What follows belongs to an exercise in optimizing a design on an open flow for small area, a short achievable clock period and few clock cycles per item; a production flow would make more cautious choices.
Function was checked by simulation only, so behaviour that the tests miss may differ from the original.

## design/flow/design.v

```verilog
module ozhan_arith (
    input  wire        clk,
    input  wire        rst,         
    input  wire        in_valid,
    output wire        in_ready,
    input  wire [4:0]  op,
    input  wire [31:0] a,
    input  wire [3:0]  a_tag,
    input  wire [31:0] b,
    input  wire [3:0]  b_tag,
    output reg         out_valid,
    output reg  [31:0] r,           
    output reg  [3:0]  r_tag,
    output reg  [31:0] r2,          
    output reg  [3:0]  r2_tag,
    output reg         ov,
    output reg         sat,
    output reg         dz,
    output reg         tag_fault
);
    localparam OP_ADD  = 5'd0,  OP_SUB  = 5'd1,  OP_ADDS = 5'd2,  OP_SUBS = 5'd3;
    localparam OP_AND  = 5'd4,  OP_OR   = 5'd5,  OP_XOR  = 5'd6,  OP_SHL  = 5'd7;
    localparam OP_SHR  = 5'd8,  OP_SAR  = 5'd9,  OP_ROL  = 5'd10, OP_MIN  = 5'd11;
    localparam OP_MAX  = 5'd12, OP_CEQ  = 5'd13, OP_CLT  = 5'd14, OP_CLTU = 5'd15;
    localparam OP_TSET = 5'd16, OP_TCHK = 5'd17, OP_MULS = 5'd18, OP_MULU = 5'd19;
    localparam OP_DIVS = 5'd20, OP_DIVU = 5'd21;
    localparam T_RAW = 4'd0,  T_COUNT = 4'd1, T_TEMP = 4'd2,  T_PRES  = 4'd3;
    localparam T_FLOW = 4'd4, T_VOL   = 4'd5, T_TIME = 4'd6,  T_POWER = 4'd7;
    localparam T_ENERGY = 4'd8, T_FRAC = 4'd9, T_COND = 4'd10, T_STATE = 4'd11;
    localparam T_HANDLE = 4'd12, T_CURR = 4'd13, T_14 = 4'd14, T_POISON = 4'd15;
    localparam [31:0] MIN = 32'h8000_0000;
    localparam [31:0] MAX = 32'h7FFF_FFFF;
    function is_scalar(input [3:0] t);
        is_scalar = (t == T_COUNT) || (t == T_FRAC);
    endfunction
    function is_dim(input [3:0] t);
        is_dim = (t >= T_TEMP && t <= T_ENERGY) || (t == T_COND) || (t == T_CURR);
    endfunction
    function [4:0] tag_alu(input [3:0] ta, input [3:0] tb, input cmp);
        if (ta == T_POISON || tb == T_POISON)      tag_alu = {1'b0, T_POISON};
        else if (ta == T_14 || tb == T_14)         tag_alu = {1'b1, T_POISON};
        else if (ta == tb || ta == T_RAW || tb == T_RAW)
            tag_alu = {1'b0, cmp ? T_RAW : (ta == T_RAW ? tb : ta)};
        else                                        tag_alu = {1'b1, T_POISON};
    endfunction
    function [4:0] tag_shift(input [3:0] ta, input [3:0] tb);
        if (ta == T_POISON || tb == T_POISON)      tag_shift = {1'b0, T_POISON};
        else if (ta == T_14 || (tb != T_RAW && tb != T_COUNT))
                                                    tag_shift = {1'b1, T_POISON};
        else                                        tag_shift = {1'b0, ta};
    endfunction
    function [4:0] tag_mul(input [3:0] ta, input [3:0] tb);
        if (ta == T_POISON || tb == T_POISON)      tag_mul = {1'b0, T_POISON};
        else if (ta == T_14 || tb == T_14)         tag_mul = {1'b1, T_POISON};
        else if (ta == T_RAW)                      tag_mul = {1'b0, tb};
        else if (tb == T_RAW)                      tag_mul = {1'b0, ta};
        else if (is_scalar(ta) && is_scalar(tb))
            tag_mul = {1'b0, (ta == T_FRAC && tb == T_FRAC) ? T_FRAC : T_COUNT};
        else if (is_scalar(ta) && is_dim(tb))      tag_mul = {1'b0, tb};
        else if (is_scalar(tb) && is_dim(ta))      tag_mul = {1'b0, ta};
        else if ((ta == T_FLOW && tb == T_TIME) || (ta == T_TIME && tb == T_FLOW))
                                                    tag_mul = {1'b0, T_VOL};
        else if ((ta == T_POWER && tb == T_TIME) || (ta == T_TIME && tb == T_POWER))
                                                    tag_mul = {1'b0, T_ENERGY};
        else                                        tag_mul = {1'b1, T_POISON};
    endfunction
    function [4:0] tag_div(input [3:0] ta, input [3:0] tb);
        if (ta == T_POISON || tb == T_POISON)      tag_div = {1'b0, T_POISON};
        else if (ta == T_14 || tb == T_14)         tag_div = {1'b1, T_POISON};
        else if (ta == T_RAW)                      tag_div = {1'b0, tb};
        else if (tb == T_RAW)                      tag_div = {1'b0, ta};
        else if (ta == tb && (is_scalar(ta) || is_dim(ta)))
                                                    tag_div = {1'b0, T_FRAC};
        else if ((is_scalar(ta) || is_dim(ta)) && is_scalar(tb))
                                                    tag_div = {1'b0, ta};
        else if (ta == T_VOL && tb == T_TIME)      tag_div = {1'b0, T_FLOW};
        else if (ta == T_VOL && tb == T_FLOW)      tag_div = {1'b0, T_TIME};
        else if (ta == T_ENERGY && tb == T_TIME)   tag_div = {1'b0, T_POWER};
        else if (ta == T_ENERGY && tb == T_POWER)  tag_div = {1'b0, T_TIME};
        else                                        tag_div = {1'b1, T_POISON};
    endfunction
    localparam S_IDLE = 2'd0, S_DIV = 2'd1, S_DFIN = 2'd2;
    reg [1:0] state;
    reg [5:0] count;
    assign in_ready = (state == S_IDLE);
    wire accept = in_valid && in_ready;
    wire is_div = (op == OP_DIVS) || (op == OP_DIVU);
    wire signed [31:0] sa = a;
    wire signed [31:0] sb = b;
    wire [7:0]  sh = b[7:0];
    wire [31:0] sar_d = sa >>> sh[4:0];
    wire [32:0] sum  = {a[31], a} + {b[31], b};
    wire [32:0] diff = {a[31], a} - {b[31], b};
    wire sum_ovf  = sum[32]  != sum[31];
    wire diff_ovf = diff[32] != diff[31];
    reg  [31:0] alu_d;
    reg         alu_ov, alu_sat;
    reg  [4:0]  alu_t;
    always @(*) begin
        alu_d   = 32'd0;
        alu_ov  = 1'b0;
        alu_sat = 1'b0;
        case (op)
            OP_ADD:  begin alu_d = sum[31:0];  alu_ov = sum_ovf;  end
            OP_SUB:  begin alu_d = diff[31:0]; alu_ov = diff_ovf; end
            OP_ADDS: begin
                alu_d   = sum_ovf ? (sum[32] ? MIN : MAX) : sum[31:0];
                alu_sat = sum_ovf;
            end
            OP_SUBS: begin
                alu_d   = diff_ovf ? (diff[32] ? MIN : MAX) : diff[31:0];
                alu_sat = diff_ovf;
            end
            OP_AND:  alu_d = a & b;
            OP_OR:   alu_d = a | b;
            OP_XOR:  alu_d = a ^ b;
            OP_SHL:  alu_d = (sh < 8'd32) ? (a << sh[4:0]) : 32'd0;
            OP_SHR:  alu_d = (sh < 8'd32) ? (a >> sh[4:0]) : 32'd0;
            OP_SAR:  alu_d = (sh < 8'd32) ? sar_d : {32{a[31]}};
            OP_ROL:  alu_d = (a << sh[4:0]) | (a >> (6'd32 - {1'b0, sh[4:0]}));
            OP_MIN:  alu_d = (sa < sb) ? a : b;
            OP_MAX:  alu_d = (sa > sb) ? a : b;
            OP_CEQ:  alu_d = {31'd0, a == b};
            OP_CLT:  alu_d = {31'd0, sa < sb};
            OP_CLTU: alu_d = {31'd0, a < b};
            OP_TSET: alu_d = a;
            OP_TCHK: alu_d = a;
            default: alu_d = 32'd0;
        endcase
    end
    always @(*) begin
        case (op)
            OP_SHL, OP_SHR, OP_SAR, OP_ROL:
                alu_t = tag_shift(a_tag, b_tag);
            OP_CEQ, OP_CLT, OP_CLTU:
                alu_t = tag_alu(a_tag, b_tag, 1'b1);
            OP_TSET:    
                if (a_tag == T_POISON || b_tag == T_POISON || b[3:0] == T_POISON)
                    alu_t = {1'b0, T_POISON};
                else if (b[3:0] == T_14)
                    alu_t = {1'b1, T_POISON};
                else
                    alu_t = {1'b0, b[3:0]};
            OP_TCHK:
                if (a_tag == T_POISON || b_tag == T_POISON)
                    alu_t = {1'b0, T_POISON};
                else if (a_tag == T_14 || b[3:0] == T_14)
                    alu_t = {1'b1, T_POISON};
                else if (a_tag == b[3:0] || a_tag == T_RAW)
                    alu_t = {1'b0, a_tag};
                else
                    alu_t = {1'b1, T_POISON};
            default:
                alu_t = tag_alu(a_tag, b_tag, 1'b0);
        endcase
    end
    wire        mul_signed = (op == OP_MULS);
    wire signed [32:0] ma = {mul_signed & a[31], a};
    wire signed [32:0] mb = {mul_signed & b[31], b};
    wire signed [65:0] prod = ma * mb;
    wire [4:0]  mul_t = tag_mul(a_tag, b_tag);
    reg         d_signed;
    reg         d_neg_q, d_neg_r;
    reg  [31:0] d_a;           
    reg  [31:0] d_div;         
    reg  [31:0] d_quo;         
    reg  [32:0] d_rem;
    reg  [4:0]  d_qtag;        
    reg  [3:0]  d_rtag;
    wire [31:0] abs_a = (op == OP_DIVS && a[31]) ? (~a + 32'd1) : a;
    wire [31:0] abs_b = (op == OP_DIVS && b[31]) ? (~b + 32'd1) : b;
    wire [32:0] rem_sh  = {d_rem[31:0], d_quo[31]};
    wire [32:0] rem_sub = rem_sh - {1'b0, d_div};
    wire        d_zero   = (d_div == 32'd0);
    wire [31:0] q_fix    = d_neg_q ? (~d_quo + 32'd1) : d_quo;
    wire [31:0] r_fix    = d_neg_r ? (~d_rem[31:0] + 32'd1) : d_rem[31:0];
    wire        d_minus1 = d_signed && (d_a == MIN) && (d_div == 32'd1) && !d_neg_q;
    always @(posedge clk) begin
        if (rst) begin
            state     <= S_IDLE;
            out_valid <= 1'b0;
        end else begin
            out_valid <= 1'b0;
            case (state)
                S_IDLE: if (accept) begin
                    if (is_div) begin
                        state    <= S_DIV;
                        count    <= 6'd32;
                        d_signed <= (op == OP_DIVS);
                        d_neg_q  <= (op == OP_DIVS) && (a[31] != b[31]);
                        d_neg_r  <= (op == OP_DIVS) && a[31];
                        d_a      <= a;
                        d_div    <= abs_b;
                        d_quo    <= abs_a;
                        d_rem    <= 33'd0;
                        d_qtag   <= tag_div(a_tag, b_tag);
                        d_rtag   <= a_tag;
                    end else begin
                        out_valid <= 1'b1;
                        dz        <= 1'b0;
                        if (op == OP_MULS || op == OP_MULU) begin
                            ov        <= 1'b0;
                            sat       <= 1'b0;
                            tag_fault <= mul_t[4];
                            if (mul_t[3:0] == T_POISON) begin
                                r  <= 32'd0; r_tag  <= T_POISON;
                                r2 <= 32'd0; r2_tag <= T_POISON;
                            end else begin
                                r  <= prod[31:0];  r_tag  <= mul_t[3:0];
                                r2 <= prod[63:32]; r2_tag <= T_RAW;
                            end
                        end else begin
                            tag_fault <= alu_t[4];
                            r2        <= 32'd0;
                            r2_tag    <= T_RAW;
                            if (alu_t[3:0] == T_POISON) begin
                                r   <= 32'd0; r_tag <= T_POISON;
                                ov  <= 1'b0;
                                sat <= 1'b0;
                            end else begin
                                r   <= alu_d; r_tag <= alu_t[3:0];
                                ov  <= alu_ov;
                                sat <= alu_sat;
                            end
                        end
                    end
                end
                S_DIV: begin
                    if (!rem_sub[32]) begin
                        d_rem <= rem_sub;
                        d_quo <= {d_quo[30:0], 1'b1};
                    end else begin
                        d_rem <= rem_sh;
                        d_quo <= {d_quo[30:0], 1'b0};
                    end
                    count <= count - 6'd1;
                    if (count == 6'd1)
                        state <= S_DFIN;
                end
                S_DFIN: begin
                    state     <= S_IDLE;
                    out_valid <= 1'b1;
                    sat       <= 1'b0;
                    tag_fault <= d_qtag[4];
                    if (d_qtag[3:0] == T_POISON) begin
                        r  <= 32'd0; r_tag  <= T_POISON;
                        r2 <= 32'd0; r2_tag <= T_POISON;
                        ov <= 1'b0;
                        dz <= 1'b0;
                    end else if (d_zero) begin
                        r  <= !d_signed ? 32'hFFFF_FFFF : (d_a[31] ? MIN : MAX);
                        r_tag  <= d_qtag[3:0];
                        r2 <= d_a; r2_tag <= d_rtag;
                        ov <= 1'b0;
                        dz <= 1'b1;
                    end else begin
                        r  <= q_fix;  r_tag  <= d_qtag[3:0];
                        r2 <= r_fix;  r2_tag <= d_rtag;
                        ov <= d_minus1;
                        dz <= 1'b0;
                    end
                end
                default: state <= S_IDLE;
            endcase
        end
    end
endmodule
```

## design/flow/run.sh

```bash
#!/bin/bash
# synth_recipe.tcl (not shown) runs the flow's synth.tcl, then flattens the netlist and writes it again
# the make line also repeats each setting of config.mk as NAME=value (left out here)
make -C /OpenROAD-flow-scripts/flow DESIGN_CONFIG=/design/flow/config.mk WORK_HOME=/design/flow/orfs CLKGATE_MAP_FILE= SYNTH_SCRIPT=/design/flow/synth_recipe.tcl finish
```

## design/flow/config.mk

```make
export PLATFORM = sky130hd
export DESIGN_NAME = ozhan_arith
export DESIGN_NICKNAME = ozhan_arith
export VERILOG_FILES = /design/flow/design.v
export SDC_FILE = /design/flow/constraint.sdc
export NUM_CORES = 4
export LEC_CHECK = 0
export CAP_MARGIN = 20
export CORE_MARGIN = 2
export CORE_UTILIZATION = 30
export PLACE_DENSITY = 0.5
export SLEW_MARGIN = 20
```

## design/flow/constraint.sdc

```tcl
create_clock -name core_clock -period 11.5 [get_ports {clk}]
set_input_delay 2.3000 -clock core_clock [delete_from_list [all_inputs] [get_ports {clk}]]
set_output_delay 2.3000 -clock core_clock [all_outputs]
set_load 0.01 [all_outputs]
```

==> flow_summary_export.csv <==
group,metric,value,unit
synth,synth_edf_count,222,
synth,netlist_top_cells_area,"fa_1 (35%), edfxtp_1 (10%), inv_1 (7.6%)",
placed_design,place_congestion,1.064,
sta,hold_viol_final,0,
routing,viasPerCell,5.741,
run_status,status,"complete, no violations",
placed_design,io_buffers,157,
synth,ys_warn_count,1,
sta,tightestPinTransition,1.304,ns
synth,synth_fp_nets,9156,
floorplan,start_util,0.3021,
synth,ys_ff_latch,225,
sta,relSlewSlack,0.1227,
sta,skew,0.03432,ns
synth,avgSynthCellArea,8.441,sq um
routing,drtAntennaViolNets,0,
global_routing,grt_pass1_wl,497.1,mm
hold_path,hold_path_class,"register to register",
placed_design,place_area,70610,sq um
floorplan,die_w,466.4,microns
setup_path,cp.required,11.96,ns
setup_path,path_common_cell,"fa_1",
sta,setup_viol_count_final,0,
routing,vias,60630,
clock_tree,htreeDepth,1,
clock_tree,insertion_delay,0.62,ns
synth,yosys.area.top_type,"fa_1",
finish,multi_input_area,50590,sq um
floorplan,die_h,466.4,microns
setup_path,worstSetupPathType,"input pin to register",
synth,netlist_instances,7598,
global_routing,antenna_found_initial,42,
global_routing,grt_usage,0.3268,
clock_tree,post-cts-setup-buffers,0,
floorplan,core_area,212300,sq um
clock_tree,cts_sinks,225,
clock_tree,clockBufferDepth,3,
routing,wl_per_cell,34.17,microns
clock_tree,path_clk_slew,0.07,ns
setup_path,crit_slowest_cell,"fa_1",
run,maxCapViolCount,0,
sta,timing_max_transition_violations_final,0,
finish,areaGrowthSynthToFinish,11.67,%
setup_path,crit_path_start_kind,"input pin",
finish,seq_area,6726,sq um
sta,fin_hold_ws,0.5638,ns
sta,fin_crit,11.06,ns
sta,rsz0062_at_grt,"false",
finish,mostFrequentLayoutCells,"inv_1 (1300), fa_1 (1128), nand2_1 (1093)",
placed_design,dp.final_hpwl,292.5,mm
clock_tree,cts_tree,"built",
sta,max_freq,90.40,MHz
routing,drc,0,
setup_path,cp_max_fo,5,
finish,final_common_cell,"inv_1",
routing,drt_first_iter_violations,7686,
clock_tree,ctsHoldBuffers,0,
global_routing,globalRouteOverflowTotal,0,
routing,routed_wl,360.9,mm
setup_path,cp-end-kind,"register",
finish,fillCellCount,22380,
synth,synth_flop_cell,"edfxtp_1",
clock_tree,post_cts_resized,0,
floorplan,die-area,217500,sq um
sta,period_share,0.9619,
synth,synth.distinct_cells,115,
finish,drive_above_1_share,0.09060,
clock_tree,cts-root-buf,"clkbuf_16",
synth,async_flop_share,0,
setup_path,slowest_delay,0.63,ns
synth,ys_seq_area_frac,0.1049,
global_routing,grt_max_degree,71,
floorplan,io_pins,158,
clock_tree,cts_buffers,25,
synth,synth_area,64140,sq um
placed_design,pre_cts_ws,-0.07212,ns
finish,fin_nets,9255,
finish,utilization,0.3373,
routing,drt_pass1_iterations,7,
floorplan,rows,169,
global_routing,first_global_vias,61150,
setup_path,arrival,11.52,ns
synth,synth_top_area_share,0.3521,
finish,postLayoutCellArea,71620,sq um
sta,worst_slack,0.4377,ns
-- sequential cells by signal, summed over array words and instances (netlist names), 2 cells and up --
register,cells
r,32
r_tag,4
d_rem,32
d_a,32
count,6
state,2
r2,32
d_rtag,4
d_qtag,5
d_div,32
d_quo,32
r2_tag,4
-- through the flow --
stage	std cells	setup TNS, ns
finish	10560	0
global route	10540	0
global placement	10490	-0.03514
floorplan	7598	0
CTS	10540	0
detailed placement	10490	-0.1311
-- worst max-delay path, delay by kind of cell --
family	cells	cell delay, ns
adder cells (fa/ha/maj)	9	4.29
AND/OR/NAND/NOR	9	2.35
buffers and inverters	10	1.84
AO/OA/AOI/OAI	5	0.68
-- Yosys cell counts (all sizes together) (62+ instances only) --
cell type / instances
a211oi: 64
mux2i: 126
nand2: 1093
a21o: 71
nor2: 680
xnor2: 202
nor3: 109
a21oi: 368
o21ai: 265
inv: 1305
buf: 172
fa: 1128
xor2: 85
ha: 350
nor4: 62
edfxtp: 222
clkbuf: 345
nand3: 84
-- logic make-up after synthesis --
| kind of cell | Yosys count | share of synthesized area |
|---|---|---|
| adder cells (fa/ha/maj) | 1478 | 0.4204 |
| flip-flops | 225 | 0.1049 |
| buffers and inverters | 1836 | 0.1089 |
| AO/OA/AOI/OAI | 1302 | 0.1327 |
| AND/OR/NAND/NOR | 2268 | 0.1515 |
| XOR/XNOR | 287 | 0.03919 |
| multiplexers | 202 | 0.04249 |
-- path summary, 6_finish.rpt --
kind,startpoint,endpoint,slack (ns),cells after the start
max,op[1],r2[30],0.44,33
min,d_rtag[3],r2_tag[3],0.56,2
max reg2reg,d_quo[2],r[28],6.68,11
min reg2reg,d_rtag[3],r2_tag[3],0.56,2
-- final cells by class --
class,count,area share
clock buffer,25,0.008735
tap,2821,0.04928
inverter,1319,0.06913
sequential,225,0.09392
antenna,25,0.0008735
clock inverter,20,0.004350
multi-input combinational,5537,0.7064
timing repair buffer,589,0.06728
-- routing by layer --
| metal | track usage | vias up | wire length (microns) | part of all wire |
|---|---|---|---|---|
| li1 | - | 24690 | - | - |
| met1 | 0.4222 | 31330 | 142800 | 0.40 |
| met2 | 0.4785 | 3661 | 150800 | 0.42 |
| met3 | 0.09402 | 937 | 39590 | 0.11 |
| met4 | 0.2056 | 20 | 27580 | 0.076 |
| met5 | 0 | - | 140 | 0.00039 |
Testbench counts, summed over its fixed seeds: cycles 58,889, items 24,000.

## re-timing with driven ports
Ports are ideal in the flow. The routed layout listed here was re-timed in OpenROAD. Step 1: set_driving_cell puts a clkbuf_16 on clk and a buf_2 on each other input, an assumption about the parent block. Step 2 also shifts input and output timing later by t, the mid clock arrival at the registers, as if the neighbouring blocks saw the same clock. Three values: no drivers, after step 1, after step 2; two values: the first two.
shift t [ns]: 0.682
setup slack, ns: 0.438 / 0.487 / -0.195
worst setup path at the end: input to register
With both steps, setup timing fails in this run, where it was met with ideal ports. For this run, drivers alone change the setup slack by +0.049 ns; drivers and shift together by -0.633 ns.
